What follows belongs to an exercise in optimizing a design on an open flow for small area, a short achievable clock period and few clock cycles; a production flow would make more cautious choices. The RTL was checked by simulation tests, not by an equivalence proof against the original design.

==> design/flow/design.v <==
module kk7_elem_decode (
    input  wire [15:0] code,
    input  wire        f43,      
    input  wire        f52,      
    input  wire        f32,      
    input  wire        f23,      
    input  wire        f21,      
    input  wire        fint,     
    input  wire        fbf,      
    output wire        sign,
    output wire [7:0]  eeff,     
    output wire [7:0]  x,
    output wire        is_nan,
    output wire        is_inf
);
    wire [15:0] c = code;
    wire f4x = f43 | f23;        
    wire f5x = f52 | f32;        
    wire [7:0] ef;
    assign ef[0] = (f4x & c[3]) | (f5x & c[2]) | (f21 & c[1]) | (fbf & c[7]);
    assign ef[1] = (f4x & c[4]) | (f5x & c[3]) | (f21 & c[2]) | (fbf & c[8]);
    assign ef[2] = (f43 & c[5]) | (f5x & c[4]) | (fbf & c[9]);
    assign ef[3] = (f43 & c[6]) | (f52 & c[5]) | (fbf & c[10]);
    assign ef[4] = (f52 & c[6]) | (fbf & c[11]);
    assign ef[7:5] = fbf ? c[14:12] : 3'd0;
    wire h = |ef;
    wire top = (f52 & (&c[6:2])) | (fbf & (&c[14:7]));
    wire mz  = fbf ? (c[6:0] == 7'd0) : (c[1:0] == 2'd0);
    assign is_inf = top & mz;
    assign is_nan = (top & ~mz) | (f43 & (&c[6:0]));
    assign eeff = {ef[7:1], (ef[0] & ~top) | ~h};
    wire [6:0] u = c[6:0] ^ {7{c[7]}};
    wire [7:0] mag = {1'b0, u} + {7'd0, c[7]};
    assign x[0] = fint ? mag[0] : (c[0] | top);
    assign x[1] = fint ? mag[1] : f21 ? h : (c[1] | top);
    assign x[2] = fint ? mag[2] : f5x ? h : (f4x | fbf) & (c[2] | top);
    assign x[3] = fint ? mag[3] : f4x ? h : fbf & (c[3] | top);
    assign x[6:4] = fint ? mag[6:4] : {3{fbf}} & (c[6:4] | {3{top}});
    assign x[7] = fint ? mag[7] : fbf & h;
    assign sign = (f43 | f52 | fint) ? c[7] : (f32 | f23) ? c[5] : f21 ? c[3] : c[15];
endmodule
module kk7_align (
    input  wire         clk,
    input  wire         rst,
    input  wire         in_valid,
    output wire         in_ready,
    input  wire [511:0] in_elem,      
    input  wire [3:0]   in_afmt,
    input  wire [7:0]   in_ascale,
    input  wire [7:0]   in_mscale,
    output reg          out_valid,
    output reg  [383:0] out_q,        
    output reg  [9:0]   out_ea,       
    output reg  [16:0]  out_sum,      
    output reg          out_nan,
    output reg  [5:0]   out_zeroed,
    output reg  [5:0]   out_clipped
);
    reg         v1;
    reg [511:0] elem;
    reg [3:0]   afmt;
    reg [7:0]   ascale, mscale;
    always @(posedge clk) begin
        v1     <= in_valid & ~rst;
        elem   <= in_elem;
        afmt   <= in_afmt;
        ascale <= in_ascale;
        mscale <= in_mscale;
    end
    assign in_ready = 1'b1;
    wire f43  = (afmt == 4'h0) | (afmt == 4'h2);
    wire f52  = (afmt == 4'h1) | (afmt == 4'h3);
    wire f32  = (afmt == 4'h4);
    wire f23  = (afmt == 4'h5);
    wire f21  = (afmt == 4'h6);
    wire fint = (afmt == 4'h7) | (afmt == 4'h8);
    wire fbf  = (afmt == 4'h9);
    wire rsv  = afmt[3] & (afmt[2] | afmt[1]);
    wire mx   = ~afmt[3] & (afmt[2] | afmt[1]);
    wire [31:0] sgn, isnan, isinf, nz;
    wire [7:0]  ee [0:31];
    wire [7:0]  xs [0:31];
    genvar g;
    generate
        for (g = 0; g < 32; g = g + 1) begin : dec
            kk7_elem_decode u_dec (
                .code   (elem[16*g +: 16]),
                .f43    (f43), .f52 (f52), .f32 (f32), .f23 (f23), .f21 (f21),
                .fint   (fint), .fbf (fbf),
                .sign   (sgn[g]),
                .eeff   (ee[g]),
                .x      (xs[g]),
                .is_nan (isnan[g]),
                .is_inf (isinf[g])
            );
            assign nz[g] = |xs[g];
        end
    endgenerate
    wire zero_blk = mx & (mscale == 8'h00);
    wire nan_blk  = rsv | (mx & (mscale == 8'hFF)) | (~zero_blk & (|isnan));
    wire kill     = nan_blk | zero_blk;
    function [7:0] max8(input [7:0] a, input [7:0] b);
        reg c;
        integer i;
        begin
            c = 1'b1;                                    
            for (i = 0; i < 8; i = i + 1)
                c = (a[i] & ~b[i]) | (a[i] & c) | (~b[i] & c);
            max8 = c ? a : b;
        end
    endfunction
    reg [7:0] mt [0:63];
    reg [7:0] orx;
    integer k;
    always @* begin
        for (k = 0; k < 32; k = k + 1) mt[32 + k] = ee[k];
        for (k = 31; k >= 1; k = k - 1) mt[k] = max8(mt[2*k], mt[2*k + 1]);
        orx = 8'd0;
        for (k = 0; k < 32; k = k + 1) orx = orx | xs[k];
    end
    wire [7:0] maxe = mt[1];
    wire [2:0] p = orx[7] ? 3'd7 : orx[6] ? 3'd6 : orx[5] ? 3'd5 : orx[4] ? 3'd4 :
                   orx[3] ? 3'd3 : orx[2] ? 3'd2 : orx[1] ? 3'd1 : 3'd0;
    wire any_nz = |orx;
    wire [8:0] gsh = {1'b0, maxe} + {6'd0, p};
    function [8:0] sub9(input [8:0] a, input [7:0] b);    
        reg c;
        integer i;
        reg [8:0] bb;
        begin
            bb = {1'b0, b};
            c = 1'b1;
            for (i = 0; i < 9; i = i + 1) begin
                sub9[i] = a[i] ^ ~bb[i] ^ c;
                c = (a[i] & ~bb[i]) | (a[i] & c) | (~bb[i] & c);
            end
        end
    endfunction
    reg  [11:0] q [0:31];
    reg  [8:0]  r;
    reg  [25:0] sh;
    reg  [10:0] t;
    reg         rb, zr;
    reg  [31:0] zeroed_v, clipped_v;
    always @* begin
        for (k = 0; k < 32; k = k + 1) begin
            r  = sub9(gsh, ee[k]);
            zr = kill | (r > 9'd18);
            sh = {xs[k], 18'd0} >> r[4:0];
            t  = zr ? 11'd0 : sh[18:8];
            rb = ~zr & sh[7] & ((|sh[6:0]) | sh[8]);
            q[k] = {sgn[k], t ^ {11{sgn[k]}}} + {11'd0, rb ^ sgn[k]};
            zeroed_v[k]  = nz[k] & ~kill & (t == 11'd0) & ~rb;
            clipped_v[k] = isinf[k] & ~kill;
        end
    end
    reg [16:0] sum;
    reg [5:0]  zeroed, clipped;
    always @* begin
        sum = 17'd0;
        zeroed = 6'd0;
        clipped = 6'd0;
        for (k = 0; k < 32; k = k + 1) begin
            sum = sum + {{5{q[k][11]}}, q[k]};
            zeroed = zeroed + {5'd0, zeroed_v[k]};
            clipped = clipped + {5'd0, clipped_v[k]};
        end
    end
    reg [9:0] cst;
    always @* begin
        case (afmt)
            4'h0: cst = -10'sd147;
            4'h1: cst = -10'sd154;
            4'h2: cst = -10'sd274;
            4'h3: cst = -10'sd281;
            4'h4: cst = -10'sd269;
            4'h5: cst = -10'sd268;
            4'h6: cst = -10'sd266;
            4'h7: cst = -10'sd271;
            4'h8: cst = -10'sd138;
            default: cst = -10'sd271;
        endcase
    end
    wire [9:0] ea = {1'b0, gsh} + {2'd0, ascale} + (mx ? {2'd0, mscale} : 10'd0) + cst;
    integer m;
    always @(posedge clk) begin
        out_valid <= v1 & ~rst;
        for (m = 0; m < 32; m = m + 1)
            out_q[12*m +: 12] <= q[m];
        out_ea      <= (kill | ~any_nz) ? 10'd0 : ea;
        out_sum     <= sum;
        out_nan     <= nan_blk;
        out_zeroed  <= zeroed;
        out_clipped <= clipped;
    end
endmodule
==> design/flow/run.sh <==
#!/bin/bash
# synth_recipe.tcl (not shown) runs the flow's synth.tcl, then flattens the netlist and writes it again
# the make line also repeats each setting of config.mk as NAME=value (left out here)
make -C /OpenROAD-flow-scripts/flow DESIGN_CONFIG=/design/flow/config.mk WORK_HOME=/design/flow/orfs CLKGATE_MAP_FILE= SYNTH_SCRIPT=/design/flow/synth_recipe.tcl finish
==> design/flow/config.mk <==
export PLATFORM = sky130hd
export DESIGN_NAME = kk7_align
export DESIGN_NICKNAME = kk7_align
export VERILOG_FILES = /design/flow/design.v
export SDC_FILE = /design/flow/constraint.sdc
export NUM_CORES = 4
export LEC_CHECK = 0
export CAP_MARGIN = 20
export CORE_MARGIN = 2
export CORE_UTILIZATION = 40
export SLEW_MARGIN = 20
==> design/flow/constraint.sdc <==
create_clock -name core_clock -period 110.0 [get_ports {clk}]
set_input_delay 22.0000 -clock core_clock [delete_from_list [all_inputs] [get_ports {clk}]]
set_output_delay 22.0000 -clock core_clock [all_outputs]
set_load 0.01 [all_outputs]
==> impl_metrics.yaml <==
run_status:
  run_status: "no timing/DRC/antenna violations"
yosys:
  synthesis.nets: 15200
  synth_edf_count: 0
  synthCells: 13800
  yosys_register_bits: 965
  synth-adder-area-share: 0.159
  muxShareOfSynthArea: 0.0479
  yosysWarningCount: 5
  synth_seq_area_share: 0.186
  postSynthAreaPerCell_um2: 7.54
  yosys.area_share.simple: 0.233
  dominant_combinational_cell_family_by_area_after_synthesis: "compound AO/OA/AOI/OAI gates"
  synthXorXnorAreaFrac: 0.0618
  synthArstFlopShare: 0
  complex_gate_fraction_of_the_synthesized_area: 0.238
  yosys.cell_types.count: 145
  netlist_area_mm2: 0.104
  postSynth.topFlopCell: "sky130_fd_sc_hd__dfxtp_1"
placement:
  place_hpwl_mm: 501
  post_dp_cell_area_mm2: 0.117
  dp.cells: 17500
  io_buffer_count: 959
  place.gp.congestion: 1.11
drt:
  final_antenna_net_count: 0
  total_drc_errors_in_the_routed_layout: 0
  detail_route.wl_per_cell_um: 34.0
  routed_wirelength_mm: 603
  detailedRoute.firstIterationViolations: 16600
  post_drt_via_cell_ratio: 6.37
  vias: 113000
  drt_pass1_iterations: 7
sta:
  achievable-frequency_ghz: 0.0361
  grt_setup_unrepaired: "false"
  final_max_slew_viol_count: 0
  final_min_period_over_clock_period: 0.252
  fin_worst_skew_ps: 69.2
  finalSetupTns_ps: 0
  slew-limit-headroom: 0.122
  setup_viol: 0
  timing.final.crit_period_ps: 27700
  worst_pin_slew_ps: 1320
  report.final.hold_viol_count: 0
  holdWs_ps: 503
floorplanning:
  die_height_um: 513
  core-area_mm2: 0.257
  die-area_mm2: 0.263
  die_w_um: 513
  num_rows: 186
  num_io_pins: 961
  initial_utilization: 0.403
clock_network:
  cts_bufs_inserted: 104
  cts-htree-levels: 3
  clock_sinks: 965
  post_cts_buffers: 0
  worstSkewPairLatency_ps: 850
  cts-hold-fix-buffers: 0
  cts-root-buf: "sky130_fd_sc_hd__clkbuf_16"
  worst_setup_hold_path_clk_slew_ps: 90
  tritoncts: "built"
  postCtsResizedCells: 0
  clk_path_buf_depth: 3
layout:
  design_area_mm2: 0.121
  final_net_count: 15700
  area_delta_synth_final_pct: 16.3
  most-common-layout-cells: "sky130_fd_sc_hd__nand2_1 (1599), sky130_fd_sc_hd__nor2_1 (1190), sky130_fd_sc_hd__inv_1 (1064)"
  final_layout_size_suffix_gt1_frac: 0.0655
  nFillCells: 25900
  post_layout_nonfiller_instances: 17800
  most_frequent_standard_cell_in_the_layout_excluding_fill_and_tap_cells: "sky130_fd_sc_hd__nand2_1"
flow_run:
  cap_viol_max_count: 0
critical_path:
  crit_required_ps: 110700
  timing.critical_path.buf_inv: 15
  timing_worst_setup_path_type: "reg -> reg"
  timing.critical_path.mode_cell: "sky130_fd_sc_hd__fa_1"
  timing.critical_path.max_delay_family: "adder cells"
  cp_slowest_stage_delay_ps: 920
  critPathSlowestCell: "sky130_fd_sc_hd__fa_1"
  reg2reg_setup_slack_ps: 82300
  critical_path_peak_fanout: 55
  cp-end-kind: "register"
  cp_data_arrival_time_ps: 28400
  setup.worst_path.start_class: "register"
global_route:
  globalRoute.totalOverflow: 0
  grt_max_degree: 129
  grt_antenna_before_repair: 66
  grt_pass1_vias: 101000
  grt_pass1_wl_mm: 816
  globalRouteTotalUtil: 0.439
hold_path:
  holdCritPathClass: "reg -> reg"
[through the flow]
step	util	setup WS (ps)
after global placement	0.454	83060
after CTS	0.468	83170
after detailed placement	0.454	83190
final	0.469	82300
after floorplan	-	85480
after global routing	0.469	81290
[cell families after synthesis]
logic type | after synthesis
buf+inv | 1948
flops | 965
mux | 471
fa+ha+maj | 929
simple gates | 4995
other cells | 1
xor+xnor | 730
compound gates | 3729
[final cells by class]
type	count	area [µm²]	area share
antenna	25	62.6	0.000519
clock buffer	141	2920	0.0242
clock inverter	54	708	0.00587
inverter	1079	4050	0.0336
multi-input combinational	10900	77500	0.642
sequential	965	19300	0.160
tap	3384	4230	0.0351
timing repair buffer	1249	11900	0.0982
[synth_stat cells, types with 84 or more instances]
master,n,share of area
sky130_fd_sc_hd__fa_1,667,0.13
sky130_fd_sc_hd__nor3_1,359,0.017
sky130_fd_sc_hd__xor2_1,125,0.011
sky130_fd_sc_hd__nand2b_1,207,0.012
sky130_fd_sc_hd__o22ai_1,216,0.013
sky130_fd_sc_hd__a31oi_1,131,0.0079
sky130_fd_sc_hd__o21ai_0,897,0.043
sky130_fd_sc_hd__nor2b_1,155,0.0093
sky130_fd_sc_hd__ha_1,225,0.027
sky130_fd_sc_hd__mux2_2,124,0.013
sky130_fd_sc_hd__a21oi_1,910,0.044
sky130_fd_sc_hd__a22o_1,92,0.0078
sky130_fd_sc_hd__inv_1,1066,0.039
sky130_fd_sc_hd__a21o_1,147,0.011
sky130_fd_sc_hd__o211ai_1,91,0.0066
sky130_fd_sc_hd__nor4_1,183,0.011
sky130_fd_sc_hd__nand3_1,335,0.016
sky130_fd_sc_hd__nor2_1,1195,0.043
sky130_fd_sc_hd__and3_1,127,0.0077
sky130_fd_sc_hd__nand2_1,1605,0.058
sky130_fd_sc_hd__a22oi_1,91,0.0066
sky130_fd_sc_hd__clkbuf_1,693,0.025
sky130_fd_sc_hd__and2_1,131,0.0079
sky130_fd_sc_hd__a211oi_1,84,0.0061
sky130_fd_sc_hd__nand4_1,187,0.011
sky130_fd_sc_hd__xnor2_1,602,0.051
sky130_fd_sc_hd__mux2i_1,329,0.032
sky130_fd_sc_hd__dfxtp_1,965,0.19
[sequential cells by signal, indices dropped and copies added (netlist names)]
| name | count |
|---|---|
| out_ea | 10 |
| elem | 512 |
| afmt | 4 |
| out_nan | 1 |
| mscale | 8 |
| out_zeroed | 6 |
| out_sum | 17 |
| out_q | 384 |
| cst | 7 |
| ascale | 8 |
| out_clipped | 6 |
| v1 | 1 |
| out_valid | 1 |
[per-layer routing]
metal | part of all wire | track usage | wire length [µm]
met1 | 0.41 | 0.598 | 248000
met2 | 0.37 | 0.576 | 226000
met3 | 0.13 | 0.153 | 81300
met4 | 0.080 | 0.291 | 48000
met5 | 0.00044 | 0 | 264
[path summary, 6_finish.rpt]
path         startpoint          end  depth (start not counted)
min reg2reg          v1    out_valid                          1
max reg2reg     afmt[0]  out_sum[16]                         85
max             afmt[0]  out_sum[16]                         85
min                  v1    out_valid                          1
Testbench counts, summed over its fixed seeds: cycles 16,016.

==> separate check: timing with driven ports <==
No port has a modelled driver above. Below, the same layout with a new extraction and two added sets of constraints.
Step 1, drivers: a clkbuf_16 drives clk and a buf_2 each remaining input, both assumed.
Step 2 times the ports against the registers' clock, not the clock port: input delays grow and output delays shrink by t, the midpoint of the rising clock arrivals with the driver on.
a / b / c = ideal / step 1 / step 2; a / b = the first two.
t, ns: 0.922
setup WS [ns]: 82.302 / 82.302 / 82.302
pins driven straight from the clock port: 1
After both steps setup and hold are still met in this run. The setup slack of this run moves by 0.000 ns with the drivers and by 0.000 ns with both steps.
